Context: an optimization exercise on an open-source flow, tuned for small area, a short achievable clock period and few clock cycles per item. The choices shown serve that exercise and are no tape-out recipe. Function was checked by simulation only, so behaviour that the tests miss may differ from the original.

### flow/run.sh
#!/bin/bash
set -euo pipefail
export BUFFER_PORTS_ARGS="-buffer_cell sky130_fd_sc_hd__buf_1"
export SETUP_SLACK_MARGIN=4.5
bash standard.sh > standard_make.log 2>&1
### standard.sh
#!/bin/bash
# synth_recipe.tcl (not shown) runs the flow's synth.tcl, then flattens the netlist and writes it again
# the make line also repeats each setting of config.mk as NAME=value (left out here)
make -C /OpenROAD-flow-scripts/flow DESIGN_CONFIG=/design/flow/config.mk WORK_HOME=/design/flow/orfs CLKGATE_MAP_FILE= SYNTH_SCRIPT=/design/flow/synth_recipe.tcl "${@:-finish}"
### config.mk
export PLATFORM = sky130hd
export DESIGN_NAME = sha256_core
export DESIGN_NICKNAME = sha256_core
export VERILOG_FILES = /design/flow/design.v
export SDC_FILE = /design/flow/constraint.sdc
export NUM_CORES = 4
export LEC_CHECK = 0
export CAP_MARGIN = 20
export CORE_MARGIN = 2
export CORE_UTILIZATION = 55
export CTS_BUF_LIST = sky130_fd_sc_hd__clkbuf_16
export CTS_CLUSTER_DIAMETER = 120
export CTS_CLUSTER_SIZE = 20
export SLEW_MARGIN = 20
### constraint.sdc
create_clock -name core_clock -period 10.0 [get_ports {clk}]
set_input_delay 2.0000 -clock core_clock [delete_from_list [all_inputs] [get_ports {clk}]]
set_output_delay 2.0000 -clock core_clock [all_outputs]
set_load 0.01 [all_outputs]
### design.v
module sha256_core (
    input  wire         clk,
    input  wire         rst,          
    input  wire         in_valid,
    output wire         in_ready,
    input  wire         in_first,     
    input  wire [511:0] in_block,     
    output reg          out_valid,
    output wire [255:0] out_digest    
);
    localparam [255:0] IV = {32'h6a09e667, 32'hbb67ae85, 32'h3c6ef372, 32'ha54ff53a,
                             32'h510e527f, 32'h9b05688c, 32'h1f83d9ab, 32'h5be0cd19};
    localparam [2047:0] KTAB = {
        32'hc67178f2, 32'hbef9a3f7, 32'ha4506ceb, 32'h90befffa, 32'h8cc70208, 32'h84c87814, 32'h78a5636f, 32'h748f82ee,
        32'h682e6ff3, 32'h5b9cca4f, 32'h4ed8aa4a, 32'h391c0cb3, 32'h34b0bcb5, 32'h2748774c, 32'h1e376c08, 32'h19a4c116,
        32'h106aa070, 32'hf40e3585, 32'hd6990624, 32'hd192e819, 32'hc76c51a3, 32'hc24b8b70, 32'ha81a664b, 32'ha2bfe8a1,
        32'h92722c85, 32'h81c2c92e, 32'h766a0abb, 32'h650a7354, 32'h53380d13, 32'h4d2c6dfc, 32'h2e1b2138, 32'h27b70a85,
        32'h14292967, 32'h06ca6351, 32'hd5a79147, 32'hc6e00bf3, 32'hbf597fc7, 32'hb00327c8, 32'ha831c66d, 32'h983e5152,
        32'h76f988da, 32'h5cb0a9dc, 32'h4a7484aa, 32'h2de92c6f, 32'h240ca1cc, 32'h0fc19dc6, 32'hefbe4786, 32'he49b69c1,
        32'hc19bf174, 32'h9bdc06a7, 32'h80deb1fe, 32'h72be5d74, 32'h550c7dc3, 32'h243185be, 32'h12835b01, 32'hd807aa98,
        32'hab1c5ed5, 32'h923f82a4, 32'h59f111f1, 32'h3956c25b, 32'he9b5dba5, 32'hb5c0fbcf, 32'h71374491, 32'h428a2f98
    };
    reg         run;         
    reg         rdy;         
    reg         init;        
    reg  [6:0]  kc;          
    reg         first;       
    reg  [31:0] a, b, c, d, e, f, g, h, hk;
    reg  [31:0] w [0:15];
    reg  [31:0] q0, q1, q2, q3, r0, r1, r2, r3;
    assign in_ready   = rdy;
    assign out_digest = {q3, q2, q1, q0, r3, r2, r1, r0};
    function [31:0] fa_s(input [31:0] x, input [31:0] y, input [31:0] z);
        fa_s = x ^ y ^ z;
    endfunction
    function [31:0] fa_c(input [31:0] x, input [31:0] y, input [31:0] z);
        fa_c = {(x[30:0] & y[30:0]) | (x[30:0] & z[30:0]) | (y[30:0] & z[30:0]), 1'b0};
    endfunction
    function [31:0] add_sk(input [31:0] x, input [31:0] y);
        reg [31:0] gg, pp, g2, p2;
        integer i, l;
        begin
            gg = x & y;
            pp = x ^ y;
            for (l = 1; l < 32; l = l * 2) begin
                g2 = gg;
                p2 = pp;
                for (i = 0; i < 32; i = i + 1)
                    if (i & l) begin
                        g2[i] = gg[i] | (pp[i] & gg[(i & ~(l - 1)) - 1]);
                        p2[i] = pp[i] & pp[(i & ~(l - 1)) - 1];
                    end
                gg = g2;
                pp = p2;
            end
            add_sk = (x ^ y) ^ {gg[30:0], 1'b0};
        end
    endfunction
    wire [31:0] s1  = {e[5:0], e[31:6]} ^ {e[10:0], e[31:11]} ^ {e[24:0], e[31:25]};
    wire [31:0] ch  = (e & f) | (~e & g);
    wire [31:0] s0  = {a[1:0], a[31:2]} ^ {a[12:0], a[31:13]} ^ {a[21:0], a[31:22]};
    wire [31:0] mj  = (a & b) | (a & c) | (b & c);
    wire [31:0] x1s = fa_s(s1, ch, hk), x1c = fa_c(s1, ch, hk);
    wire [31:0] x2s = fa_s(x1s, x1c, s0), x2c = fa_c(x1s, x1c, s0);
    wire [31:0] x3s = fa_s(x2s, x2c, mj), x3c = fa_c(x2s, x2c, mj);
    wire [31:0] a_new = add_sk(x3s, x3c);
    wire [31:0] y2s = fa_s(x1s, x1c, d), y2c = fa_c(x1s, x1c, d);
    wire [31:0] e_new = add_sk(y2s, y2c);
    wire [31:0] sig0 = {w[1][6:0], w[1][31:7]} ^ {w[1][17:0], w[1][31:18]} ^ (w[1] >> 3);
    wire [31:0] sig1 = {w[14][16:0], w[14][31:17]} ^ {w[14][18:0], w[14][31:19]} ^ (w[14] >> 10);
    wire [31:0] m1s = fa_s(sig0, sig1, w[0]), m1c = fa_c(sig0, sig1, w[0]);
    wire [31:0] m2s = fa_s(m1s, m1c, w[9]),  m2c = fa_c(m1s, m1c, w[9]);
    wire [31:0] kn  = KTAB[{kc[5:0], 5'd0} +: 32];
    wire [31:0] hn  = init ? (first ? IV[31:0] : r0) : g;
    wire [31:0] p1s = fa_s(hn, kn, w[0]), p1c = fa_c(hn, kn, w[0]);
    wire [31:0] hk_next = add_sk(p1s, p1c);
    wire        addph = run & (kc[6] | (kc[5:1] == 5'b11111));
    reg  [31:0] iva, ive;
    always @(*) begin
        case (kc[1:0])
            2'b10: begin iva = IV[159:128]; ive = IV[31:0];   end
            2'b11: begin iva = IV[191:160]; ive = IV[63:32];  end
            2'b00: begin iva = IV[223:192]; ive = IV[95:64];  end
            default: begin iva = IV[255:224]; ive = IV[127:96]; end
        endcase
    end
    wire [31:0] w_next = add_sk(addph ? (first ? iva : q0) : m2s, addph ? a : m2c);
    wire [31:0] qsum = w_next;
    wire [31:0] rsum = add_sk(first ? ive : r0, e);
    wire        last = run & (kc == 7'd65);
    wire        take = rdy & in_valid;
    integer i;
    always @(posedge clk) begin
        if (rst) begin
            run       <= 1'b0;
            rdy       <= 1'b0;
            init      <= 1'b0;
            out_valid <= 1'b0;
        end else begin
            out_valid <= last;
            init      <= take;
            if (take)
                run <= 1'b1;
            else if (last)
                run <= 1'b0;
            rdy <= (run & (kc == 7'd64)) | ((~run | last) & ~take);
        end
    end
    always @(posedge clk) begin
        if (rdy) begin
            first <= in_first;
            for (i = 0; i < 16; i = i + 1)
                w[i] <= in_block[511 - 32*i -: 32];
        end else begin
            for (i = 0; i < 15; i = i + 1)
                w[i] <= w[i + 1];
            w[15] <= w_next;
        end
        kc <= take ? 7'd0 : kc + 7'd1;
        hk <= hk_next;
        if (init) begin
            if (first)
                {a, b, c, d, e, f, g, h} <= IV;
            else
                {a, b, c, d, e, f, g, h} <= {q3, q2, q1, q0, r3, r2, r1, r0};
        end else begin
            h <= g; g <= f; f <= e; e <= e_new;
            d <= c; c <= b; b <= a; a <= a_new;
        end
        if (addph) begin
            q0 <= q1; q1 <= q2; q2 <= q3; q3 <= qsum;
            r0 <= r1; r1 <= r2; r2 <= r3; r3 <= rsum;
        end
    end
endmodule
==> results of run 1 <==
[Yosys cell counts (6+ instances only)]
cell	number
dfxtp_1	779
mux2_2	535
xnor2_1	306
nand2_1	271
edfxtp_1	257
nor2_1	229
clkbuf_1	222
fa_1	221
o21ai_0	219
a21oi_1	218
inv_1	179
ha_1	170
xor2_1	83
o22a_1	80
a21o_1	51
a22o_1	45
nand3_1	33
nor3_1	33
nor2b_1	30
maj3_1	26
buf_1	25
o21a_1	20
a211oi_1	18
o31ai_1	18
a31oi_1	17
mux2i_1	16
nand2b_1	16
nand4_1	14
o211ai_1	13
and3_1	12
o22ai_1	12
and2_1	11
a311oi_1	10
o311ai_0	10
or2_2	10
a31o_2	9
o21bai_1	8
a21boi_0	6
a221oi_1	6
[metal layers]
layer | wire, um | GRT usage | vias to the layer above
met5 | 54 | 0 | -
met4 | 11410 | 0.2084 | 8
met3 | 15430 | 0.07134 | 387
met2 | 88410 | 0.6473 | 1984
met1 | 72350 | 0.5026 | 18130
li1 | - | - | 16320
[worst max path at each step]
| stage | endpoint | slack (ns) | cells after the start |
|---|---|---|---|
| after floorplan | w[15][17] | 5.09 | 18 |
| after global placement | r3[31] | 3.99 | 18 |
| after detailed placement | r3[31] | 3.94 | 18 |
| after CTS | r3[31] | 4.49 | 18 |
| after global routing | hk[27] | 4.39 | 20 |
| final | hk[27] | 4.52 | 19 |
[cell families (layout without fill, tap and decap cells)]
| logic type | Yosys count | after routing | synth area share |
|---|---|---|---|
| flip-flops | 1036 | 1036 | 0.4685 |
| AO/OA/AOI/OAI | 814 | 814 | 0.1071 |
| AND/OR/NAND/NOR | 685 | 686 | 0.06007 |
| multiplexers | 556 | 556 | 0.1265 |
| buffers and inverters | 431 | 1097 | 0.03251 |
| adder cells (fa/ha/maj) | 417 | 417 | 0.1369 |
| XOR/XNOR | 389 | 389 | 0.06847 |
| other | 0 | 12 | 0 |
[layout make-up]
type / instances / area (um2) / share of cell area
clock inverter: 33 / 163.9 / 0.002950
multi-input combinational: 2862 / 25020 / 0.4503
sequential: 1036 / 23350 / 0.4202
clock buffer: 60 / 1501 / 0.02702
timing repair buffer: 820 / 3318 / 0.05972
inverter: 184 / 705.7 / 0.01270
antenna: 12 / 30.03 / 0.0005404
tap: 1176 / 1471 / 0.02648
[what timing repair did]
action / in CTS / in global routing
setup endpoints to repair: 65 / 52
setup buffers: 0 / 4
gates cloned: 0 / 1
pin swaps: 0 / 5
gates resized for setup: 27 / 43
hold buffers: 0 / 0
[worst reg2reg max path: cells and delay by family, from the launching register on]
kind	cells	cell delay, ns
buf+inv	1	0.30
fa+ha+maj	3	1.34
compound gates	11	2.48
simple gates	3	0.74
xor+xnor	1	0.13
flops	1	0.41
[per-stage QoR]
| stage | area [um2] |
|---|---|
| after floorplan | 49770 |
| after global placement | 53610 |
| after detailed placement | 53610 |
| after CTS | 55370 |
| after global routing | 55560 |
| final | 55570 |
==> reports/qor.txt, run 1 <==
Full die area -> 92900 um2
Wirelength per Cell -> 30.35 um
Most area-consuming cells after synthesis -> dfxtp_1, edfxtp_1, mux2_2
Post-synth top flop -> dfxtp_1
Cells after Synth -> 4328
CORE AREA -> 89870 um2
Area growth syn-to-layout -> 11.66%
RSZ-0062 raised after global routing -> true
Reg2Reg Depth -> 19
Worst setup margin -> 4.517 ns
Hold slack -> 0.4495 ns
Routed Wire Length -> 187700 um
First-pass GRT wire length -> 262600 um
Fin cells -> 6183
Final hold vios -> 0
Worst-margin pin slew -> 1.068 ns
CTS Sinks -> 1036
Antenna Nets Post-Route -> 0
Vias in the first global route -> 36260
Via count -> 36830
Rows -> 110
Die H -> 304.8 um
CP Max Fanout -> 18
Via/cell ratio -> 5.957
Register area share after synthesis -> 0.4685
Max reg flops -> 512
Initial core utilization -> 0.5537
CTS H-tree lvls -> 2
Shortest period the worst path allows -> 5.483 ns
Worst path required time -> 10.63 ns
Status -> timing/DRC/antenna clean
Clk pin slew, worst setup/hold paths -> 0.10 ns
CTS Buffer Depth -> 3
Number of flops mapped to enable cells by yosys -> 257
Crit start category -> register
Slew Limit Fails -> 0
Hold Crit Class -> register to register
Hold Path Cell Cnt -> 1
Placed cells -> 6073
Max stage delay on crit path -> 0.51 ns
Nets -> 5869
GRT Total Usage -> 0.3960
Crit path launch -> kc[1]
Final worst-path cycle share -> 0.5483
Clk root buf -> clkbuf_16
CTS Buf Count -> 58
Slowest-stage cell, CP -> fa_1
Starting DRT DRC Count -> 4072
FF-to-FF End -> hk[27]
Ys async rst share -> 0
Setup Total Neg Slack -> 0 ns
Most flops, register -> w
I/O pin count -> 774
Post-layout util -> 0.6183
Final setup vio count -> 0
Global route overflow -> 0
Drt pass-1 iters -> 6
Fin Clk Skew -> 0.04259 ns
Min-Delay Endpoint -> w[14][18]
Pre-CTS WS -> 3.938 ns
Initial antenna violation count -> 20
R2R Path Start -> kc[1]
Delay-heaviest family, CP -> compound AO/OA/AOI/OAI gates
Crit path buf inv count -> 1
IO buf count -> 773
Relative max-transition margin -> 0.2881
R2r setup slk -> 4.52 ns
DRC violations left -> 0
Synth cell types -> 86
Area leader, netlist -> dfxtp_1
Post-synth top area share -> 0.3134
Max Cap Viol -> 0
DIE WIDTH -> 304.8 um
#FFs+latches synth -> 1036
Critical Path AT -> 6.11 ns
Crit. End Element -> register
Fmax -> 0.1824 GHz
WS Path Type -> register to register
YS warnings -> 2
Fraction of layout cells with a size suffix above 1 -> 0.1493
Synthesized area per cell -> 11.50 um2
CTS tree -> done
Hold path start -> w[15][18]
Mapped Nets -> 5235
Synth Cell Area -> 49760 um2
HPWL after DPL -> 150300 um
Commonest non-fill, non-tap cell in the layout -> buf_1
Most common cell on crit path -> a21oi_1
CP Cell Sequence -> buf_4 > ha_1 > nand2_1 > a21oi_1 > a21oi_1 > o21ai_0 > a21oi_1 > fa_1 > ha_1 > a21oi_1 > o21ai_0 > or3_1 > o211ai_1 > a21oi_2 > o21a_1 > o21ai_0 > nand2b_1 > a21oi_1 > xnor2_1
Routability congestion estimate from global placement -> 1.046
Fill cells -> 7563
Pin count of the biggest net entering global routing -> 193
Worst-Skew Late Latency -> 0.71 ns
Most frequent cells in the layout -> buf_1, dfxtp_1, mux2_2
Testbench counts, summed over its fixed seeds: cycles 25,368, blocks 384.
==> run 2: changes to the inputs <==
==> flow/run.sh (replaced) <==
#!/bin/bash
set -euo pipefail
export BUFFER_PORTS_ARGS="-buffer_cell sky130_fd_sc_hd__buf_1"
export SETUP_SLACK_MARGIN=5
bash standard.sh > standard_make.log 2>&1
--- a/config.mk
+++ b/config.mk
@@ -7,8 +7,9 @@
 export LEC_CHECK = 0
 export CAP_MARGIN = 20
 export CORE_MARGIN = 2
-export CORE_UTILIZATION = 55
+export CORE_UTILIZATION = 65
 export CTS_BUF_LIST = sky130_fd_sc_hd__clkbuf_16
 export CTS_CLUSTER_DIAMETER = 120
 export CTS_CLUSTER_SIZE = 20
+export PLACE_DENSITY = 0.72
 export SLEW_MARGIN = 20
==> run 2 against run 1 <==
Utilization up 13 points. Critical path depth stayed put. Synthesized area unchanged. First-iteration DRC count rose by 19%. Clock skew down 0.012 ns. Register-to-register slack better by 0.49 ns. Maximum frequency grew 9.8%. Critical path type unchanged. Critical endpoint is now a[29].
==> reports/qor.txt, run 2 <==
Register area share after synthesis -> 0.4685 (unchanged)
Hold Crit Class -> register to register (unchanged)
Slew Limit Fails -> 0 (unchanged)
R2r setup slk -> 5.01 ns (was 4.52 ns)
Initial core utilization -> 0.6563 (was 0.5537)
#FFs+latches synth -> 1036 (unchanged)
Commonest non-fill, non-tap cell in the layout -> buf_1 (unchanged)
Fmax -> 0.2003 GHz (was 0.1824 GHz)
Critical Path AT -> 5.52 ns (was 6.11 ns)
Full die area -> 78790 um2 (was 92900 um2)
Crit path buf inv count -> 1 (unchanged)
Synth cell types -> 86 (unchanged)
Slowest-stage cell, CP -> or4_1 (was fa_1)
Max Cap Viol -> 0 (unchanged)
Met1 usage -> 0.5797 (was 0.5026)
Rows -> 101 (was 110)
Most frequent cell after synthesis -> dfxtp_1 (unchanged)
Worst-margin pin slew -> 1.079 ns (was 1.068 ns)
Antenna Nets Post-Route -> 0 (unchanged)
Post-synth top cells -> dfxtp_1, mux2_2, xnor2_1 (unchanged)
Post-synth top area share -> 0.3134 (unchanged)
Fill cells -> 4935 (was 7563)
CP Max Fanout -> 5 (was 18)
Hold slack -> 0.4391 ns (was 0.4495 ns)
Post-synth top flop -> dfxtp_1 (unchanged)
Starting DRT DRC Count -> 4850 (was 4072)
GRT Total Usage -> 0.4815 (was 0.3960)
Max stage delay on crit path -> 0.54 ns (was 0.51 ns)
Most flops, register -> w (unchanged)
Mapped Nets -> 5235 (unchanged)
Hold_buf cts -> 0 (unchanged)
Worst path required time -> 10.53 ns (was 10.63 ns)
Ys async rst share -> 0 (unchanged)
Global route overflow -> 0 (unchanged)
Crit start category -> register (unchanged)
CORE AREA -> 75820 um2 (was 89870 um2)
Setup Total Neg Slack -> 0 ns (unchanged)
Shortest period the worst path allows -> 4.992 ns (was 5.483 ns)
Via count -> 39290 (was 36830)
Final hold vios -> 0 (unchanged)
Routed Wire Length -> 196300 um (was 187700 um)
Status -> timing/DRC/antenna clean (unchanged)
Met3 global-route usage -> 0.1275 (was 0.07134)
Number of flops mapped to enable cells by yosys -> 257 (unchanged)
IO buf count -> 773 (unchanged)
CTS H-tree lvls -> 2 (unchanged)
Post-layout util -> 0.7470 (was 0.6183)
Pin count of the biggest net entering global routing -> 186 (was 193)
Final worst-path cycle share -> 0.4992 (was 0.5483)
Via/cell ratio -> 6.510 (was 5.957)
Cells after Synth -> 4328 (unchanged)
CP Cell Sequence -> xnor2_4 > xnor2_4 > fa_1 > nor2b_4 > nand2b_4 > xor2_2 > fa_1 > ha_4 > or4_1 > o2111ai_2 > a211oi_2 > o21ai_2 > buf_6 > a211oi_2 > o2111ai_2 > nand2_1 > or2_4 > a2111oi_4 > a211oi_1 (was buf_4 > ha_1 > nand2_1 > a21oi_1 > a21oi_1 > o21ai_0 > a21oi_1 > fa_1 > ha_1 > a21oi_1 > o21ai_0 > or3_1 > o211ai_1 > a21oi_2 > o21a_1 > o21ai_0 > nand2b_1 > a21oi_1 > xnor2_1)
Synthesized area per cell -> 11.50 um2 (unchanged)
Die H -> 280.7 um (was 304.8 um)
Most area-consuming cells after synthesis -> dfxtp_1, edfxtp_1, mux2_2 (unchanged)
Drt pass-1 iters -> 6 (unchanged)
Gr busiest metal -> met2 (unchanged)
Clk root buf -> clkbuf_16 (unchanged)
CTS Sinks -> 1036 (unchanged)
Fin Clk Skew -> 0.03076 ns (was 0.04259 ns)
First-pass GRT wire length -> 267600 um (was 262600 um)
Max reg flops -> 512 (unchanged)
Synth Cell Area -> 49760 um2 (unchanged)
Area leader, netlist -> dfxtp_1 (unchanged)
Crit. End Element -> register (unchanged)
Final setup vio count -> 0 (unchanged)
Clk pin slew, worst setup/hold paths -> 0.09 ns (was 0.10 ns)
Wirelength per Cell -> 32.52 um (was 30.35 um)
Vias in the first global route -> 38090 (was 36260)
RSZ-0062 raised after global routing -> true (unchanged)
HPWL after DPL -> 150400 um (was 150300 um)
Routability congestion estimate from global placement -> 1.130 (was 1.046)
Most frequent cells in the layout -> buf_1, dfxtp_1, mux2_2 (unchanged)
Fraction of layout cells with a size suffix above 1 -> 0.1817 (was 0.1493)
Initial antenna violation count -> 24 (was 20)
YS warnings -> 2 (unchanged)
DIE WIDTH -> 280.7 um (was 304.8 um)
Area growth syn-to-layout -> 13.82% (was 11.66%)
CTS Buf Count -> 58 (unchanged)
DRC violations left -> 0 (unchanged)
CTS Buffer Depth -> 3 (unchanged)
Delay-heaviest family, CP -> simple AND/OR/NAND/NOR gates (was compound AO/OA/AOI/OAI gates)
Nets -> 5917 (was 5869)
Relative max-transition margin -> 0.2810 (was 0.2881)
Worst-Skew Late Latency -> 0.69 ns (was 0.71 ns)
WS Path Type -> register to register (unchanged)
I/O pin count -> 774 (unchanged)
Met2 Track Usage GR -> 0.7411 (was 0.6473)
CTS tree -> done (unchanged)
-- run 2: logic make-up (layout without fill, tap and decap cells) --
group                      count (synthesis)  in the layout  share of synthesized area
DFF                                     1036           1036                     0.4685
and+or+nand+nor                          685            685                    0.06007
xor gates and xnor gates                 389            389                    0.06847
AOI/OAI and AO/OA                        814            814                     0.1071
buffers and inverters                    431           1145                    0.03251
other                                      0             15                          0
adders and majority gates                417            417                     0.1369
muxes                                    556            556                     0.1265
-- run 2: worst register-to-register path, stage by stage, from the launching register on --
cell	delay, ns
dfxtp_4	0.42
xnor2_4	0.18
xnor2_4	0.24
fa_1	0.53
nor2b_4	0.17
nand2b_4	0.16
xor2_2	0.19
fa_1	0.54
ha_4	0.20
or4_1	0.54
o2111ai_2	0.13
a211oi_2	0.08
o21ai_2	0.15
buf_6	0.15
a211oi_2	0.10
o2111ai_2	0.23
nand2_1	0.13
or2_4	0.28
a2111oi_4	0.34
a211oi_1	0.08
-- run 2: through the flow --
| stage | instance area (um2) | instances | setup WS (ns) |
|---|---|---|---|
| finish | 56640 | 6035 | 5.008 |
| global route | 56620 | 6029 | 4.929 |
| CTS | 55840 | 5985 | 4.953 |
| detailed placement | 53310 | 5867 | 3.591 |
| global placement | 53310 | 5867 | 3.599 |
| floorplan | 49770 | 4328 | 5.088 |
-- run 2: worst paths after layout --
kind,start,end,cells after the start
setup / recovery,e[12],a[29],19
hold / removal,w[13][30],w[12][30],1
setup reg to reg,e[12],a[29],19
hold reg to reg,w[13][30],w[12][30],1
-- run 2: routing by layer --
| layer | part of all wire | up-vias | wire (um) |
|---|---|---|---|
| li1 | - | 16420 | - |
| met1 | 0.34 | 18960 | 67420 |
| met2 | 0.44 | 3076 | 86280 |
| met3 | 0.12 | 822 | 23360 |
| met4 | 0.097 | 14 | 19140 |
| met5 | 0.00046 | - | 91 |
-- run 2: layout make-up --
type                            count  area (um2)  area share
Clock buffer                       58        1451     0.02563
Sequential cell                  1036       23410      0.4133
Multi-Input combinational cell   2861       25660      0.4530
Inverter                          184       728.2     0.01286
Timing Repair Buffer              868        3928     0.06934
Timing Repair inverter              1       8.758   0.0001546
Antenna cell                       15       37.54   0.0006627
Clock inverter                     34       195.2    0.003446
Tap cell                          978        1224     0.02161
-- run 2: what timing repair did --
item                       4_1_cts  5_1_grt
resized for setup              152      120
cloned                           3        3
pin swaps                       17       35
setup buffers                   23       32
setup endpoints to repair      112       52
==> run 3: changes to the inputs <==
==> flow/run.sh (replaced) <==
#!/bin/bash
set -euo pipefail
export BUFFER_PORTS_ARGS="-buffer_cell sky130_fd_sc_hd__buf_1"
export SETUP_SLACK_MARGIN=5.2
bash standard.sh > standard_make.log 2>&1
--- a/config.mk
+++ b/config.mk
@@ -7,9 +7,8 @@
 export LEC_CHECK = 0
 export CAP_MARGIN = 20
 export CORE_MARGIN = 2
-export CORE_UTILIZATION = 65
+export CORE_UTILIZATION = 55
 export CTS_BUF_LIST = sky130_fd_sc_hd__clkbuf_16
 export CTS_CLUSTER_DIAMETER = 120
 export CTS_CLUSTER_SIZE = 20
-export PLACE_DENSITY = 0.72
 export SLEW_MARGIN = 20
==> run 3 against run 2 <==
Design area grew 2.2%. Die area grew 18%. Largest cell class unchanged. Maximum frequency increased by 1.3%. Critical path type unchanged. Cell count grew 3.9%. Synthesized cell count unchanged. Register-to-register slack gained 0.06 ns. Clock skew grew 0.0045 ns.
==> reports/qor.txt, run 3 <==
Status -> timing/DRC/antenna clean (unchanged)
Commonest non-fill, non-tap cell in the layout -> buf_1 (unchanged)
Area growth syn-to-layout -> 16.35% (was 13.82%)
CTS Buf Count -> 58 (unchanged)
Max reg flops -> 512 (unchanged)
Starting DRT DRC Count -> 4024 (was 4850)
Most frequent cells in the layout -> buf_1, dfxtp_1, mux2_2 (unchanged)
Clk root buf -> clkbuf_16 (unchanged)
Routed Wire Length -> 194300 um (was 196300 um)
HPWL after DPL -> 151500 um (was 150400 um)
YS warnings -> 2 (unchanged)
Most frequent cell after synthesis -> dfxtp_1 (unchanged)
Full die area -> 92900 um2 (was 78790 um2)
CP Max Fanout -> 31 (was 5)
Initial core utilization -> 0.5537 (was 0.6563)
Crit start category -> register (unchanged)
CTS H-tree lvls -> 2 (unchanged)
Max stage delay on crit path -> 0.70 ns (was 0.54 ns)
Final worst-path cycle share -> 0.4929 (was 0.4992)
Mapped Nets -> 5235 (unchanged)
Fin Clk Skew -> 0.03525 ns (was 0.03076 ns)
Initial antenna violation count -> 13 (was 24)
Register area share after synthesis -> 0.4685 (unchanged)
Synth Cell Area -> 49760 um2 (unchanged)
Via/cell ratio -> 6.031 (was 6.510)
Reg2Reg Depth -> 14 (was 19)
Most flops, register -> w (unchanged)
Global route overflow -> 0 (unchanged)
Worst-margin pin slew -> 1.044 ns (was 1.079 ns)
Nets -> 5957 (was 5917)
Via count -> 37800 (was 39290)
I/O pin count -> 774 (unchanged)
WS Path Type -> register to register (unchanged)
Area leader, netlist -> dfxtp_1 (unchanged)
Pin count of the biggest net entering global routing -> 106 (was 186)
Number of flops mapped to enable cells by yosys -> 257 (unchanged)
Critical Path AT -> 5.52 ns (about the same)
Vias in the first global route -> 36790 (was 38090)
Die H -> 304.8 um (was 280.7 um)
Post-layout util -> 0.6442 (was 0.7470)
Slowest-stage cell, CP -> nand2_1 (was or4_1)
First-pass GRT wire length -> 266700 um (was 267600 um)
Most area-consuming cells after synthesis -> dfxtp_1, edfxtp_1, mux2_2 (unchanged)
Clk pin slew, worst setup/hold paths -> 0.08 ns (was 0.09 ns)
Hold Path Cell Cnt -> 1 (unchanged)
CORE AREA -> 89870 um2 (was 75820 um2)
Max Cap Viol -> 0 (unchanged)
Final hold vios -> 0 (unchanged)
Routability congestion estimate from global placement -> 1.084 (was 1.130)
Antenna Nets Post-Route -> 0 (unchanged)
Crit. End Element -> register (unchanged)
Hold_buf cts -> 0 (unchanged)
CTS Buffer Depth -> 3 (unchanged)
Wirelength per Cell -> 31.00 um (was 32.52 um)
Final setup vio count -> 0 (unchanged)
Hold Crit Class -> register to register (unchanged)
Fill cells -> 7285 (was 4935)
Synthesized area per cell -> 11.50 um2 (unchanged)
CP Cell Sequence -> buf_6 > buf_4 > nand2_1 > o21ai_0 > o21ai_0 > ha_1 > nand4_1 > a2111oi_4 > o31ai_2 > buf_4 > o311ai_4 > a21oi_2 > xnor2_1 > mux2_2 (was xnor2_4 > xnor2_4 > fa_1 > nor2b_4 > nand2b_4 > xor2_2 > fa_1 > ha_4 > or4_1 > o2111ai_2 > a211oi_2 > o21ai_2 > buf_6 > a211oi_2 > o2111ai_2 > nand2_1 > or2_4 > a2111oi_4 > a211oi_1)
#FFs+latches synth -> 1036 (unchanged)
Worst-Skew Late Latency -> 0.72 ns (was 0.69 ns)
Cells after Synth -> 4328 (unchanged)
Shortest period the worst path allows -> 4.929 ns (was 4.992 ns)
Fraction of layout cells with a size suffix above 1 -> 0.2068 (was 0.1817)
Rows -> 110 (was 101)
Post-synth top cells -> dfxtp_1, mux2_2, xnor2_1 (unchanged)
CTS tree -> done (unchanged)
GRT Total Usage -> 0.4040 (was 0.4815)
Slew Limit Fails -> 0 (unchanged)
RSZ-0062 raised after global routing -> true (unchanged)
Post-synth top area share -> 0.3134 (unchanged)
Drt pass-1 iters -> 6 (unchanged)
DIE WIDTH -> 304.8 um (was 280.7 um)
Synth cell types -> 86 (unchanged)
Fmax -> 0.2029 GHz (was 0.2003 GHz)
Ys async rst share -> 0 (unchanged)
Worst path required time -> 10.59 ns (was 10.53 ns)
Relative max-transition margin -> 0.3039 (was 0.2810)
CTS Sinks -> 1036 (unchanged)
DRC violations left -> 0 (unchanged)
Setup Total Neg Slack -> 0 ns (unchanged)
IO buf count -> 773 (unchanged)
Post-synth top flop -> dfxtp_1 (unchanged)
[run 3: cell counts after synthesis]
Identical to the previous run, type by type.
[run 3: final timing paths]
check             slack (ns)      from   endpoint
setup reg to reg        5.07     first  w[15][30]
hold reg to reg         0.45  w[11][7]   w[10][7]
setup / recovery        5.07     first  w[15][30]
hold / removal          0.45  w[11][7]   w[10][7]
[run 3: critical path: cells and delay by family, from the launching register on]
| family | cells | cell delay (ns) |
|---|---|---|
| AO/OA/AOI/OAI | 6 | 1.75 |
| buffers and inverters | 3 | 0.97 |
| AND/OR/NAND/NOR | 2 | 0.92 |
| adder cells (fa/ha/maj) | 1 | 0.38 |
| flip-flops | 1 | 0.37 |
| multiplexers | 1 | 0.26 |
| XOR/XNOR | 1 | 0.15 |
[run 3: cell families (layout without fill, tap and decap cells)]
family | count (synthesis) | count (layout) | share of synthesized area
adder cells (fa/ha/maj) | 417 | 417 | 0.1369
AO/OA/AOI/OAI | 814 | 814 | 0.1071
flip-flops | 1036 | 1036 | 0.4685
multiplexers | 556 | 556 | 0.1265
XOR/XNOR | 389 | 389 | 0.06847
buffers and inverters | 431 | 1183 | 0.03251
other | 0 | 11 | 0
AND/OR/NAND/NOR | 685 | 686 | 0.06007
[run 3: layout make-up]
cell class | instances | area (um2) | share of cell area
diodes | 11 | 27.53 | 0.0004754
clock buffers | 59 | 1476 | 0.02550
clock inverters | 32 | 191.4 | 0.003306
inverters | 184 | 723.2 | 0.01249
multi-input cells | 2862 | 26280 | 0.4539
flip-flops and latches | 1036 | 23470 | 0.4054
well taps | 1176 | 1471 | 0.02541
repair buffers | 908 | 4255 | 0.07350
[run 3: what timing repair did]
| item | in CTS | in global routing |
|---|---|---|
| gates resized for setup | 257 | 159 |
| gates cloned | 4 | 2 |
| endpoints found under the setup margin | 134 | 60 |
| buffers inserted | 51 | 37 |
| pin swaps | 60 | 82 |
[run 3: routing by layer]
layer / share of wire / track usage / vias to the layer above
li1: - / - / 16510
met1: 0.37 / 0.4921 / 18690
met2: 0.47 / 0.6632 / 2079
met3: 0.087 / 0.08539 / 513
met4: 0.072 / 0.2374 / 12
met5: 0.00041 / 0 / -
[run 3: per-stage QoR]
stage	setup slack, ns	hold WS [ns]	cells	cell area (um2)
5_1_grt	4.973	0.4634	6262	57880
3_3_place_gp	3.503	0.4366	6072	53600
6_report	5.071	0.4461	6268	57900
4_1_cts	5.175	0.4458	6218	56770
3_5_place_dp	3.517	0.4410	6072	53600
2_1_floorplan	5.285	0.4340	4328	49780
==> run 4: changes to the inputs <==
==> flow/run.sh (replaced) <==
#!/bin/bash
set -euo pipefail
export BUFFER_PORTS_ARGS="-buffer_cell sky130_fd_sc_hd__buf_1"
export SETUP_SLACK_MARGIN=5
bash standard.sh > standard_make.log 2>&1
==> run 4 against run 3 <==
Design area shrank 2.2%. Register-to-register slack is essentially flat. Count of clock-buffer cells in the layout grew 1. Synthesized cell count is the same. Cell count shrank 0.89%. Still clean. Utilization shrank 1.4 points. Hold slack gained 0.0034 ns. Maximum frequency is essentially flat. Via count shrank 2.0%. Critical path type unchanged. Global-route usage shrank 0.55 points.
==> reports/qor.txt, run 4 <==
Fin Clk Skew -> 0.04614 ns (was 0.03525 ns)
Final worst-path cycle share -> 0.4931 (was 0.4929)
Slew Limit Fails -> 0 (unchanged)
Most frequent cells in the layout -> buf_1, dfxtp_1, mux2_2 (unchanged)
Register area share after synthesis -> 0.4685 (unchanged)
Fraction of layout cells with a size suffix above 1 -> 0.1766 (was 0.2068)
Worst-margin pin slew -> 1.065 ns (was 1.044 ns)
Number of flops mapped to enable cells by yosys -> 257 (unchanged)
R2r setup slk -> 5.07 ns (about the same)
Pin count of the biggest net entering global routing -> 193 (was 106)
Area growth syn-to-layout -> 13.82% (was 16.35%)
Hold_buf cts -> 0 (unchanged)
Via count -> 37030 (was 37800)
Rows -> 110 (unchanged)
Crit start category -> register (unchanged)
Wirelength per Cell -> 30.43 um (was 31.00 um)
Initial core utilization -> 0.5537 (unchanged)
Min-Delay Endpoint -> w[14][18] (was w[10][7])
Ys async rst share -> 0 (unchanged)
Max reg flops -> 512 (unchanged)
Global route overflow -> 0 (unchanged)
RSZ-0062 raised after global routing -> true (unchanged)
Fin cells -> 6212 (was 6268)
Reg2Reg Depth -> 14 (unchanged)
YS warnings -> 2 (unchanged)
Gr busiest metal -> met2 (unchanged)
Met3 global-route usage -> 0.07725 (was 0.08539)
Worst setup margin -> 5.069 ns (was 5.071 ns)
Clk pin slew, worst setup/hold paths -> 0.11 ns (was 0.08 ns)
Drt pass-1 iters -> 8 (was 6)
Synthesized area per cell -> 11.50 um2 (unchanged)
Hold path start -> w[15][18] (was w[11][7])
Worst path required time -> 10.58 ns (was 10.59 ns)
FF-to-FF End -> w[15][30] (unchanged)
Hold Path Cell Cnt -> 1 (unchanged)
Pre-CTS WS -> 3.938 ns (was 3.517 ns)
Via/cell ratio -> 5.961 (was 6.031)
Final hold vios -> 0 (unchanged)
I/O pin count -> 774 (unchanged)
Placed cells -> 6073 (was 6072)
Post-synth top flop -> dfxtp_1 (unchanged)
Synth Cell Area -> 49760 um2 (unchanged)
Most frequent cell after synthesis -> dfxtp_1 (unchanged)
Commonest non-fill, non-tap cell in the layout -> buf_1 (unchanged)
Hold Crit Class -> register to register (unchanged)
Die H -> 304.8 um (unchanged)
CORE AREA -> 89870 um2 (unchanged)
HPWL after DPL -> 150300 um (was 151500 um)
Clk root buf -> clkbuf_16 (unchanged)
Mapped Nets -> 5235 (unchanged)
Routed Wire Length -> 189100 um (was 194300 um)
Nets -> 5901 (was 5957)
Final setup vio count -> 0 (unchanged)
Most flops, register -> w (unchanged)
Synth cell types -> 86 (unchanged)
Cells after Synth -> 4328 (unchanged)
#FFs+latches synth -> 1036 (unchanged)
Most area-consuming cells after synthesis -> dfxtp_1, edfxtp_1, mux2_2 (unchanged)
CTS Buf Count -> 58 (unchanged)
WS Path Type -> register to register (unchanged)
Met1 usage -> 0.5012 (was 0.4921)
Crit. End Element -> register (unchanged)
Status -> timing/DRC/antenna clean (unchanged)
CTS Sinks -> 1036 (unchanged)
R2R Path Start -> kc[1] (was first)
Routability congestion estimate from global placement -> 1.046 (was 1.084)
Post-synth top area share -> 0.3134 (unchanged)
Antenna Nets Post-Route -> 0 (unchanged)
CP Max Fanout -> 6 (was 31)
Initial antenna violation count -> 21 (was 13)
Worst-Skew Late Latency -> 0.72 ns (about the same)
CTS Buffer Depth -> 3 (unchanged)
DIE WIDTH -> 304.8 um (unchanged)
Max Cap Viol -> 0 (unchanged)
GRT Total Usage -> 0.3985 (was 0.4040)
DRC violations left -> 0 (unchanged)
Starting DRT DRC Count -> 3948 (was 4024)
Area leader, netlist -> dfxtp_1 (unchanged)
Post-synth top cells -> dfxtp_1, mux2_2, xnor2_1 (unchanged)
Full die area -> 92900 um2 (unchanged)
CTS H-tree lvls -> 2 (unchanged)
Met2 Track Usage GR -> 0.6542 (was 0.6632)
Vias in the first global route -> 36430 (was 36790)
Fmax -> 0.2028 GHz (was 0.2029 GHz)
Relative max-transition margin -> 0.2898 (was 0.3039)
Fill cells -> 7460 (was 7285)
IO buf count -> 773 (unchanged)
CTS tree -> done (unchanged)
Setup Total Neg Slack -> 0 ns (unchanged)
First-pass GRT wire length -> 264200 um (was 266700 um)
Critical Path AT -> 5.51 ns (was 5.52 ns)
Shortest period the worst path allows -> 4.931 ns (was 4.929 ns)
-- run 4: cell counts after synthesis --
Identical to the previous run, type by type.
-- run 4: repair_timing --
| item | CTS | global route |
|---|---|---|
| resized for setup | 129 | 141 |
| setup endpoints to repair | 104 | 62 |
| setup buffers | 13 | 21 |
| endpoints found under the hold margin | 0 | 0 |
| cloned | 2 | 1 |
| pin swaps | 12 | 24 |
-- run 4: logic make-up (layout without fill, tap and decap cells) --
| family | after synthesis | after routing | share of synthesized area |
|---|---|---|---|
| adders and majority gates | 417 | 417 | 0.1369 |
| and+or+nand+nor | 685 | 686 | 0.06007 |
| DFF | 1036 | 1036 | 0.4685 |
| muxes | 556 | 556 | 0.1265 |
| xor gates and xnor gates | 389 | 389 | 0.06847 |
| AOI/OAI and AO/OA | 814 | 814 | 0.1071 |
| buffers and inverters | 431 | 1129 | 0.03251 |
| other | 0 | 9 | 0 |
-- run 4: worst max path at each step --
stage | endpoint | cells past startpoint | start | slack [ns]
2_1_floorplan | w[15][17] | 18 | kc[1] | 5.09
3_3_place_gp | r3[31] | 18 | kc[1] | 3.99
3_5_place_dp | r3[31] | 18 | kc[1] | 3.94
4_1_cts | hk[30] | 18 | kc[1] | 5.00
5_1_grt | hk[30] | 22 | kc[0] | 4.95
6_report | w[15][30] | 14 | kc[1] | 5.07
-- run 4: through the flow --
step / hold WS, ns / utilization / area (um2)
floorplan: 0.4340 / - / 49770
global route: 0.4641 / 0.6302 / 56640
CTS: 0.4502 / 0.6214 / 55840
finish: 0.4494 / 0.6302 / 56640
detailed placement: 0.4403 / 0.5965 / 53610
global placement: 0.4361 / 0.5965 / 53610
-- run 4: critical path, cell delays in order, from the launching register on --
cell	delay [ns]
dfxtp_4	0.39
clkinvlp_4	0.19
ha_4	0.33
buf_4	0.17
nand2_1	0.58
o21ai_0	0.60
o21ai_0	0.41
ha_1	0.27
nand4_1	0.26
a2111oi_4	0.47
o31ai_4	0.17
o311ai_4	0.38
a21oi_1	0.13
xnor2_1	0.16
mux2_2	0.26
-- run 4: per-layer routing --
metal  vias to the layer above  part of all wire
met3                       432             0.085
li1                      16390                 -
met5                         -           0.00041
met1                     18180              0.38
met2                      2009              0.47
met4                        12             0.063
-- run 4: layout make-up --
cell class,instances,area [um2],share of cell area
clock buffers,60,1501,0.02651
well taps,1176,1471,0.02598
inverters,184,744.5,0.01314
repair buffers,852,3744,0.06609
flip-flops and latches,1036,23420,0.4134
diodes,9,22.52,0.0003976
multi-input cells,2862,25580,0.4516
clock inverters,33,163.9,0.002894
==> run 5: changes to the inputs <==
--- a/config.mk
+++ b/config.mk
@@ -8,7 +8,7 @@
 export CAP_MARGIN = 20
 export CORE_MARGIN = 2
 export CORE_UTILIZATION = 55
-export CTS_BUF_LIST = sky130_fd_sc_hd__clkbuf_16
-export CTS_CLUSTER_DIAMETER = 120
-export CTS_CLUSTER_SIZE = 20
+export CTS_BUF_LIST = sky130_fd_sc_hd__clkbuf_8
+export CTS_CLUSTER_DIAMETER = 70
+export CTS_CLUSTER_SIZE = 14
 export SLEW_MARGIN = 20
==> run 5 against run 4 <==
Register-to-register slack hardly changed. Maximum frequency is 0.20% lower. Highest routed layer unchanged. Synthesized cell count stayed put. Count of clock-buffer cells in the layout is 31 higher. Global-route usage is 0.079 points higher. Clock skew hardly changed. Via count is 0.63% higher.
==> reports/qor.txt, run 5 <==
Full die area -> 92900 um2 (unchanged)
Final hold vios -> 0 (unchanged)
Hold_buf cts -> 0 (unchanged)
Vias in the first global route -> 36570 (was 36430)
Slew Limit Fails -> 0 (unchanged)
Nets -> 5926 (was 5901)
CORE AREA -> 89870 um2 (unchanged)
Area growth syn-to-layout -> 13.16% (was 13.82%)
Cells after Synth -> 4328 (unchanged)
Area leader, netlist -> dfxtp_1 (unchanged)
Initial core utilization -> 0.5537 (unchanged)
DIE WIDTH -> 304.8 um (unchanged)
Fmax -> 0.2024 GHz (was 0.2028 GHz)
Max reg flops -> 512 (unchanged)
Number of flops mapped to enable cells by yosys -> 257 (unchanged)
Final setup vio count -> 0 (unchanged)
Via/cell ratio -> 5.950 (was 5.961)
Rows -> 110 (unchanged)
WS Path Type -> register to register (unchanged)
Global route overflow -> 0 (unchanged)
Ys async rst share -> 0 (unchanged)
CTS tree -> done (unchanged)
Most area-consuming cells after synthesis -> dfxtp_1, edfxtp_1, mux2_2 (unchanged)
Pre-CTS WS -> 3.938 ns (unchanged)
Clk pin slew, worst setup/hold paths -> 0.10 ns (was 0.11 ns)
Synth Cell Area -> 49760 um2 (unchanged)
Mapped Nets -> 5235 (unchanged)
Shortest period the worst path allows -> 4.941 ns (was 4.931 ns)
Relative max-transition margin -> 0.2890 (was 0.2898)
YS warnings -> 2 (unchanged)
Wirelength per Cell -> 30.24 um (was 30.43 um)
RSZ-0062 raised after global routing -> true (unchanged)
Critical Path AT -> 5.65 ns (was 5.51 ns)
Most frequent cells in the layout -> buf_1, dfxtp_1, mux2_2 (unchanged)
Pin count of the biggest net entering global routing -> 193 (unchanged)
Initial antenna violation count -> 25 (was 21)
CTS Sinks -> 1036 (unchanged)
Worst-Skew Late Latency -> 0.81 ns (was 0.72 ns)
Register area share after synthesis -> 0.4685 (unchanged)
Post-synth top cells -> dfxtp_1, mux2_2, xnor2_1 (unchanged)
Worst path required time -> 10.71 ns (was 10.58 ns)
DRC violations left -> 0 (unchanged)
Fin Clk Skew -> 0.04660 ns (was 0.04614 ns)
Hold Crit Class -> register to register (unchanged)
Status -> timing/DRC/antenna clean (unchanged)
Most flops, register -> w (unchanged)
Synth cell types -> 86 (unchanged)
Crit. End Element -> register (unchanged)
Final worst-path cycle share -> 0.4941 (was 0.4931)
Post-synth top area share -> 0.3134 (unchanged)
Commonest non-fill, non-tap cell in the layout -> buf_1 (unchanged)
Routed Wire Length -> 189400 um (was 189100 um)
First-pass GRT wire length -> 264200 um (about the same)
Most frequent cell after synthesis -> dfxtp_1 (unchanged)
CTS Buf Count -> 89 (was 58)
HPWL after DPL -> 150300 um (unchanged)
Antenna Nets Post-Route -> 0 (unchanged)
Synthesized area per cell -> 11.50 um2 (unchanged)
Worst setup margin -> 5.059 ns (was 5.069 ns)
GRT Total Usage -> 0.3992 (was 0.3985)
#FFs+latches synth -> 1036 (unchanged)
Fill cells -> 7494 (was 7460)
CP Max Fanout -> 32 (was 6)
Clk root buf -> clkbuf_8 (was clkbuf_16)
CTS H-tree lvls -> 3 (was 2)
Setup Total Neg Slack -> 0 ns (unchanged)
Hold slack -> 0.4431 ns (was 0.4494 ns)
Starting DRT DRC Count -> 3770 (was 3948)
Crit start category -> register (unchanged)
Post-layout util -> 0.6266 (was 0.6302)
Via count -> 37260 (was 37030)
I/O pin count -> 774 (unchanged)
CTS Buffer Depth -> 3 (unchanged)
Die H -> 304.8 um (unchanged)
Drt pass-1 iters -> 6 (was 8)
Max Cap Viol -> 0 (unchanged)
Routability congestion estimate from global placement -> 1.046 (unchanged)
Post-synth top flop -> dfxtp_1 (unchanged)
Worst-margin pin slew -> 1.067 ns (was 1.065 ns)
IO buf count -> 773 (unchanged)
Fraction of layout cells with a size suffix above 1 -> 0.1789 (was 0.1766)
## run 5: cell counts after synthesis
No cell type changed its count.
## run 5: per-stage QoR
step	std cells	instance area, um2
after CTS	6233	55780
final	6263	56310
after global routing	6260	56310
after global placement	6073	53610
after floorplan	4328	49770
after detailed placement	6073	53610
## run 5: what timing repair did
action / in CTS / in global routing
endpoints found under the setup margin: 106 / 63
setup buffers: 16 / 13
gates cloned: 1 / 1
gates resized for setup: 130 / 99
pin swaps: 14 / 15
## run 5: area by class of cell
cell class | instances | area (um2) | share of cell area
clock inverter | 52 | 357.8 | 0.006355
inverter | 184 | 735.7 | 0.01306
timing repair buffer | 846 | 3621 | 0.06430
antenna | 16 | 40.04 | 0.0007110
clock buffer | 91 | 1252 | 0.02224
sequential | 1036 | 23410 | 0.4156
tap | 1176 | 1471 | 0.02613
multi-input combinational | 2862 | 25430 | 0.4516
## run 5: kinds of logic (layout without fill, tap and decap cells)
logic type      after synthesis  in the layout  share of synthesized area
mux                         556            556                     0.1265
compound gates              814            814                     0.1071
other cells                   0             16                          0
flops                      1036           1036                     0.4685
buf+inv                     431           1173                    0.03251
simple gates                685            686                    0.06007
fa+ha+maj                   417            417                     0.1369
xor+xnor                    389            389                    0.06847
## run 5: worst max-delay path: stages (launching register included)
cell	delay [ns]
dfxtp_4	0.56
inv_2	0.28
buf_4	0.33
nor3_4	0.38
a211oi_1	0.09
a211oi_1	0.26
a21oi_1	0.11
fa_1	0.49
ha_1	0.35
a21oi_1	0.17
o21ai_0	0.17
or3_1	0.41
o211ai_1	0.20
buf_4	0.16
a21oi_2	0.08
o21a_1	0.20
o21ai_1	0.16
nand2b_1	0.11
a21oi_1	0.18
xnor2_1	0.13
## run 5: metal layers
layer / part of all wire / vias up / global-route usage / wire length [um]
li1: - / 16450 / - / -
met1: 0.38 / 18270 / 0.4980 / 72340
met2: 0.47 / 2061 / 0.6493 / 88590
met3: 0.085 / 470 / 0.07774 / 16060
met4: 0.065 / 8 / 0.2296 / 12330
met5: 0.00029 / - / 0 / 55
## run 5: final timing paths
kind / startpoint / end / slack (ns) / cells after the start
max: kc[3] / hk[27] / 5.06 / 19
max reg2reg: kc[3] / hk[27] / 5.06 / 19
min reg2reg: w[3][1] / w[2][1] / 0.44 / 1
min: w[3][1] / w[2][1] / 0.44 / 1
==> run 6: changes to the inputs <==
==> flow/run.sh (replaced) <==
#!/bin/bash
set -euo pipefail
export BUFFER_PORTS_ARGS="-buffer_cell sky130_fd_sc_hd__buf_1"
export SETUP_SLACK_MARGIN=5.2
bash standard.sh > standard_make.log 2>&1
==> run 6 against run 5 <==
Still clean on timing, DRC and antenna. Synthesized area unchanged. Design area up 2.9%. First-iteration DRC count is 1.6% higher. Register-to-register slack improved by 0.05 ns. Critical endpoint is now a[27].
==> reports/qor.txt, run 6 <==
Status -> timing/DRC/antenna clean (unchanged)
Routability congestion estimate from global placement -> 1.084 (was 1.046)
Most frequent cells in the layout -> buf_1, dfxtp_1, mux2_2 (unchanged)
Synthesized area per cell -> 11.50 um2 (unchanged)
Final setup vio count -> 0 (unchanged)
CORE AREA -> 89870 um2 (unchanged)
Post-synth top area share -> 0.3134 (unchanged)
Worst path required time -> 10.66 ns (was 10.71 ns)
Fmax -> 0.2043 GHz (was 0.2024 GHz)
Via/cell ratio -> 5.977 (was 5.950)
Slowest-stage cell, CP -> fa_1 (was dfxtp_4)
Max Cap Viol -> 0 (unchanged)
Clk root buf -> clkbuf_8 (unchanged)
Met1 usage -> 0.4903 (was 0.4980)
Post-synth top flop -> dfxtp_1 (unchanged)
Max reg flops -> 512 (unchanged)
Area growth syn-to-layout -> 16.47% (was 13.16%)
DIE WIDTH -> 304.8 um (unchanged)
Wirelength per Cell -> 30.84 um (was 30.24 um)
Starting DRT DRC Count -> 3829 (was 3770)
Crit path buf inv count -> 1 (was 3)
Hold Crit Class -> register to register (unchanged)
Placed instance area -> 53600 um2 (was 53610 um2)
CTS Sinks -> 1036 (unchanged)
Commonest non-fill, non-tap cell in the layout -> buf_1 (unchanged)
YS warnings -> 2 (unchanged)
CTS H-tree lvls -> 3 (unchanged)
Fin cells -> 6335 (was 6263)
Area leader, netlist -> dfxtp_1 (unchanged)
Mapped Nets -> 5235 (unchanged)
Gr busiest metal -> met2 (unchanged)
Slew Limit Fails -> 0 (unchanged)
Synth Cell Area -> 49760 um2 (unchanged)
Routed Wire Length -> 195400 um (was 189400 um)
Hold slack -> 0.4382 ns (was 0.4431 ns)
Critical Path AT -> 5.55 ns (was 5.65 ns)
DRC violations left -> 0 (unchanged)
Shortest period the worst path allows -> 4.894 ns (was 4.941 ns)
Die H -> 304.8 um (unchanged)
Crit. End Element -> register (unchanged)
Most flops, register -> w (unchanged)
CP Max Fanout -> 3 (was 32)
Synth cell types -> 86 (unchanged)
Rows -> 110 (unchanged)
CTS tree -> done (unchanged)
Nets -> 6005 (was 5926)
Ys async rst share -> 0 (unchanged)
Relative max-transition margin -> 0.3147 (was 0.2890)
#FFs+latches synth -> 1036 (unchanged)
Pin count of the biggest net entering global routing -> 106 (was 193)
Antenna Nets Post-Route -> 0 (unchanged)
Drt pass-1 iters -> 8 (was 6)
Max stage delay on crit path -> 0.65 ns (was 0.56 ns)
CTS Buf Count -> 87 (was 89)
CTS Buffer Depth -> 3 (unchanged)
Post-synth top cells -> dfxtp_1, mux2_2, xnor2_1 (unchanged)
IO buf count -> 773 (unchanged)
Fill cells -> 7294 (was 7494)
Register area share after synthesis -> 0.4685 (unchanged)
Initial antenna violation count -> 16 (was 25)
Cells after Synth -> 4328 (unchanged)
Placed cells -> 6072 (was 6073)
Delay-heaviest family, CP -> compound AO/OA/AOI/OAI gates (unchanged)
HPWL after DPL -> 151500 um (was 150300 um)
Final hold vios -> 0 (unchanged)
Number of flops mapped to enable cells by yosys -> 257 (unchanged)
First-pass GRT wire length -> 267100 um (was 264200 um)
Worst-Skew Late Latency -> 0.82 ns (was 0.81 ns)
WS Path Type -> register to register (unchanged)
CP Cell Sequence -> xor2_2 > xnor2_2 > fa_1 > xnor2_2 > xor2_2 > fa_1 > ha_4 > a211o_1 > a21oi_4 > a211oi_4 > o21ai_2 > buf_6 > a211oi_4 > or2_2 > a21o_1 > a211oi_2 > o31ai_4 (was inv_2 > buf_4 > nor3_4 > a211oi_1 > a211oi_1 > a21oi_1 > fa_1 > ha_1 > a21oi_1 > o21ai_0 > or3_1 > o211ai_1 > buf_4 > a21oi_2 > o21a_1 > o21ai_1 > nand2b_1 > a21oi_1 > xnor2_1)
Most frequent cell after synthesis -> dfxtp_1 (unchanged)
Setup Total Neg Slack -> 0 ns (unchanged)
Final worst-path cycle share -> 0.4894 (was 0.4941)
Crit start category -> register (unchanged)
Post-layout util -> 0.6449 (was 0.6266)
Worst-margin pin slew -> 1.028 ns (was 1.067 ns)
GRT Total Usage -> 0.4051 (was 0.3992)
Global route overflow -> 0 (unchanged)
Full die area -> 92900 um2 (unchanged)
I/O pin count -> 774 (unchanged)
Vias in the first global route -> 37020 (was 36570)
Via count -> 37870 (was 37260)
Met3 global-route usage -> 0.09506 (was 0.07774)
Clk pin slew, worst setup/hold paths -> 0.10 ns (about the same)
Most area-consuming cells after synthesis -> dfxtp_1, edfxtp_1, mux2_2 (unchanged)
Fraction of layout cells with a size suffix above 1 -> 0.2156 (was 0.1789)
Met2 Track Usage GR -> 0.6607 (was 0.6493)
Fin Clk Skew -> 0.04090 ns (was 0.04660 ns)
Initial core utilization -> 0.5537 (unchanged)
RSZ-0062 raised after global routing -> true (unchanged)
Fin area -> 57960 um2 (was 56310 um2)
[run 6: cell count changes in the layout (fill, tap and decap cells not counted), moves of 9 or more]
cell     previous run  this run
ha_1              165       153
o21ai_2             3        14
dfxtp_4            16        32
dfxtp_1           736       716
xnor2_2            15        30
o21ai_0           202       193
xnor2_1           291       269
a21oi_1           208       196
ha_4                2        15
a21oi_2             9        18
buf_4              51       121
[run 6: worst register-to-register path: cells and delay by family, from the launching register on]
family | cells | cell delay, ns
buf+inv | 1 | 0.15
compound gates | 8 | 1.55
fa+ha+maj | 3 | 1.42
simple gates | 1 | 0.31
xor+xnor | 4 | 0.92
flops | 1 | 0.38
[run 6: what timing repair did]
| item | 4_1_cts | 5_1_grt |
|---|---|---|
| gates cloned | 3 | 4 |
| resized for setup | 255 | 161 |
| setup endpoints to repair | 134 | 68 |
| hold buffers | 0 | 0 |
| pin swaps | 50 | 94 |
| setup buffers | 48 | 58 |
[run 6: routing by layer]
| metal | vias up | routed length (um) |
|---|---|---|
| met5 | - | 106 |
| met3 | 501 | 17250 |
| met1 | 18620 | 72900 |
| li1 | 16590 | - |
| met2 | 2138 | 91260 |
| met4 | 16 | 13850 |
[run 6: path summary, 6_finish.rpt]
path,slack [ns],startpoint,end,cells past startpoint
min,0.44,w[5][30],w[4][30],1
max reg2reg,5.11,e[8],a[27],17
min reg2reg,0.44,w[5][30],w[4][30],1
max,5.11,e[8],a[27],17
[run 6: cell type report]
class	count	area (um2)	share of cell area
Multi-Input combinational cell	2862	26280	0.4534
Tap cell	1176	1471	0.02539
Antenna cell	11	27.53	0.0004749
Timing Repair Buffer	927	4409	0.07608
Inverter	184	723.2	0.01248
Clock inverter	50	349.1	0.006023
Clock buffer	89	1225	0.02114
Sequential cell	1036	23470	0.4050
[run 6: per-stage QoR]
stage          worst slack, ns
2_1_floorplan            5.285
3_3_place_gp             3.503
3_5_place_dp             3.517
4_1_cts                  5.121
5_1_grt                  4.982
6_report                 5.106
[run 6: cells by family (layout without fill, tap and decap cells)]
logic type,count (synthesis),count (layout),synth area share
XOR/XNOR,389,389,0.06847
flip-flops,1036,1036,0.4685
multiplexers,556,556,0.1265
AO/OA/AOI/OAI,814,814,0.1071
buffers and inverters,431,1250,0.03251
other,0,11,0
AND/OR/NAND/NOR,685,686,0.06007
adder cells (fa/ha/maj),417,417,0.1369
==> run 7: changes to the inputs <==
==> flow/run.sh (replaced) <==
#!/bin/bash
set -euo pipefail
export BUFFER_PORTS_ARGS="-buffer_cell sky130_fd_sc_hd__buf_1"
export SETUP_SLACK_MARGIN=5.5
bash standard.sh MATCH_CELL_FOOTPRINT=0 finish > standard_make.log 2>&1
--- a/config.mk
+++ b/config.mk
@@ -8,7 +8,7 @@
 export CAP_MARGIN = 20
 export CORE_MARGIN = 2
 export CORE_UTILIZATION = 55
-export CTS_BUF_LIST = sky130_fd_sc_hd__clkbuf_8
-export CTS_CLUSTER_DIAMETER = 70
-export CTS_CLUSTER_SIZE = 14
+export CTS_BUF_LIST = sky130_fd_sc_hd__clkbuf_16
+export CTS_CLUSTER_DIAMETER = 120
+export CTS_CLUSTER_SIZE = 20
 export SLEW_MARGIN = 20
==> run 7 against run 6 <==
Maximum frequency increased by 0.39%. Hold slack improved by 0.014 ns. Wire length increased by 1.5%. Worst setup slack improved by 0.019 ns. Highest routed layer unchanged. Largest cell class unchanged. Critical path depth decreased by 2. Count of clock-buffer cells in the layout decreased by 30.
==> reports/qor.txt, run 7 <==
Drt pass-1 iters -> 6 (was 8)
Commonest non-fill, non-tap cell in the layout -> buf_1 (unchanged)
Most frequent cell after synthesis -> dfxtp_1 (unchanged)
Worst setup margin -> 5.125 ns (was 5.106 ns)
Global route overflow -> 0 (unchanged)
Full die area -> 92900 um2 (unchanged)
WS Path Type -> register to register (unchanged)
Worst path required time -> 10.56 ns (was 10.66 ns)
Relative max-transition margin -> 0.2649 (was 0.3147)
Post-synth top cells -> dfxtp_1, mux2_2, xnor2_1 (unchanged)
Status -> timing/DRC/antenna clean (unchanged)
Crit path launch -> a[23] (was e[8])
Final hold vios -> 0 (unchanged)
Ys async rst share -> 0 (unchanged)
CTS tree -> done (unchanged)
Slowest-stage cell, CP -> xnor2_1 (was fa_1)
DIE WIDTH -> 304.8 um (unchanged)
Initial core utilization -> 0.5537 (unchanged)
Area leader, netlist -> dfxtp_1 (unchanged)
Critical Path AT -> 5.43 ns (was 5.55 ns)
Synth cell types -> 86 (unchanged)
DRC violations left -> 0 (unchanged)
CTS Sinks -> 1036 (unchanged)
Post-synth top flop -> dfxtp_1 (unchanged)
Fill cells -> 7120 (was 7294)
Crit path buf inv count -> 1 (unchanged)
R2R Path Start -> a[23] (was e[8])
I/O pin count -> 774 (unchanged)
Hold Crit Class -> register to register (unchanged)
Final worst-path cycle share -> 0.4875 (was 0.4894)
RSZ-0062 raised after global routing -> true (unchanged)
Via/cell ratio -> 6.028 (was 5.977)
CORE AREA -> 89870 um2 (unchanged)
Clk root buf -> clkbuf_16 (was clkbuf_8)
Via count -> 38390 (was 37870)
Seq. cell area -> 23520 um2 (was 23470 um2)
Hold Path Cell Cnt -> 1 (unchanged)
GRT Total Usage -> 0.4123 (was 0.4051)
Synthesized area per cell -> 11.50 um2 (unchanged)
Number of flops mapped to enable cells by yosys -> 257 (unchanged)
Multi-input gate area -> 27390 um2 (was 26280 um2)
Post-synth top area share -> 0.3134 (unchanged)
Shortest period the worst path allows -> 4.875 ns (was 4.894 ns)
Antenna Nets Post-Route -> 0 (unchanged)
CP Max Fanout -> 4 (was 3)
Max stage delay on crit path -> 0.69 ns (was 0.65 ns)
IO buf count -> 773 (unchanged)
Starting DRT DRC Count -> 3754 (was 3829)
Placed instance area -> 53610 um2 (was 53600 um2)
Fraction of layout cells with a size suffix above 1 -> 0.2497 (was 0.2156)
Hold slack -> 0.4520 ns (was 0.4382 ns)
Post-layout util -> 0.6686 (was 0.6449)
Synth Cell Area -> 49760 um2 (unchanged)
Reg2Reg Depth -> 15 (was 17)
#FFs+latches synth -> 1036 (unchanged)
R2r setup slk -> 5.12 ns (was 5.11 ns)
Area growth syn-to-layout -> 20.75% (was 16.47%)
HPWL after DPL -> 151400 um (was 151500 um)
Nets -> 6057 (was 6005)
Pre-CTS WS -> 3.996 ns (was 3.517 ns)
Min-Delay Endpoint -> w[6][10] (was w[4][30])
Fin area -> 60090 um2 (was 57960 um2)
Initial antenna violation count -> 16 (unchanged)
Mapped Nets -> 5235 (unchanged)
Fmax -> 0.2051 GHz (was 0.2043 GHz)
Setup Total Neg Slack -> 0 ns (unchanged)
Crit start category -> register (unchanged)
Vias in the first global route -> 37970 (was 37020)
Rows -> 110 (unchanged)
[run 7: changes by cell type in the layout (fill, tap and decap cells not counted), sizes merged]
cell,delta
clkbuf,-28
diode,-1
buf,+79
clkinv,-1
clkinvlp,+1
inv,-10
bufinv,-3
nor2,-1
bufbuf,-2
[run 7: worst max-delay path by stage]
| stage | to | slack (ns) | depth (start not counted) |
|---|---|---|---|
| 2_1_floorplan | w[15][17] | 5.53 | 18 |
| 3_3_place_gp | hk[30] | 3.95 | 19 |
| 3_5_place_dp | w[15][31] | 4.00 | 20 |
| 4_1_cts | a[29] | 5.22 | 18 |
| 5_1_grt | a[29] | 5.07 | 16 |
| 6_report | a[29] | 5.12 | 15 |
[run 7: layer usage]
layer | vias to the layer above | part of all wire | GRT usage
met5 | - | 0.00044 | 0
met4 | 12 | 0.074 | 0.2415
met3 | 551 | 0.091 | 0.09074
met2 | 2203 | 0.47 | 0.6771
met1 | 18940 | 0.37 | 0.5000
li1 | 16690 | - | -
[run 7: cells by family after synthesis]
kind of cell	count (synthesis)	synth area share
adder cells (fa/ha/maj)	417	0.1369
flip-flops	1036	0.4685
AO/OA/AOI/OAI	814	0.1071
multiplexers	556	0.1265
buffers and inverters	431	0.03251
AND/OR/NAND/NOR	685	0.06007
XOR/XNOR	389	0.06847
[run 7: through the flow]
stage | cells
finish | 6369
global route | 6364
CTS | 6282
detailed placement | 6067
global placement | 6067
floorplan | 4328
[run 7: final cells by class]
| cell class | instances | area share |
|---|---|---|
| antenna | 10 | 0.0004164 |
| clock buffer | 59 | 0.02457 |
| clock inverter | 34 | 0.003144 |
| inverter | 184 | 0.01281 |
| multi-input combinational | 2861 | 0.4558 |
| sequential | 1036 | 0.3913 |
| tap | 1176 | 0.02449 |
| timing repair buffer | 1006 | 0.08687 |
| timing repair inverter | 3 | 0.0005622 |
[run 7: timing repair]
item | 4_1_cts | 5_1_grt
buffers inserted | 115 | 75
gates cloned | 7 | 2
hold buffers | 0 | 0
pin swaps | 149 | 147
setup endpoints to repair | 148 | 95
resized for setup | 491 | 223

-- re-timing with driven ports --
The flow's constraints put no driver on any port. The routed layouts listed below were extracted and timed again, unchanged, in two steps. Step 1 (the two cells are an assumption about what drives the block):
set clk [get_ports {clk}]
set_driving_cell -lib_cell sky130_fd_sc_hd__clkbuf_16 $clk
set_driving_cell -lib_cell sky130_fd_sc_hd__buf_2 [delete_from_list [all_inputs] $clk]
Step 2 also shifts input and output timing later by t, the mid clock arrival at the registers, as if the neighbouring blocks saw the same clock. Slacks: ideal / step 1 / step 2; pairs: ideal / step 1.
run	t (ns)	slack for setup (ns)	worst setup path at the end
run 1	0.772	4.517 / 4.517 / 4.517	register to register
run 2	0.750	5.008 / 5.008 / 5.008	register to register
run 3	0.780	5.071 / 5.071 / 5.071	register to register
run 4	0.778	5.069 / 5.069 / 5.069	register to register
run 5	0.867	5.059 / 5.059 / 5.059	register to register
run 6	0.883	5.106 / 5.106 / 5.106	register to register
run 7	0.782	5.125 / 5.125 / 5.125	register to register
After both steps setup and hold are still met in every run listed.
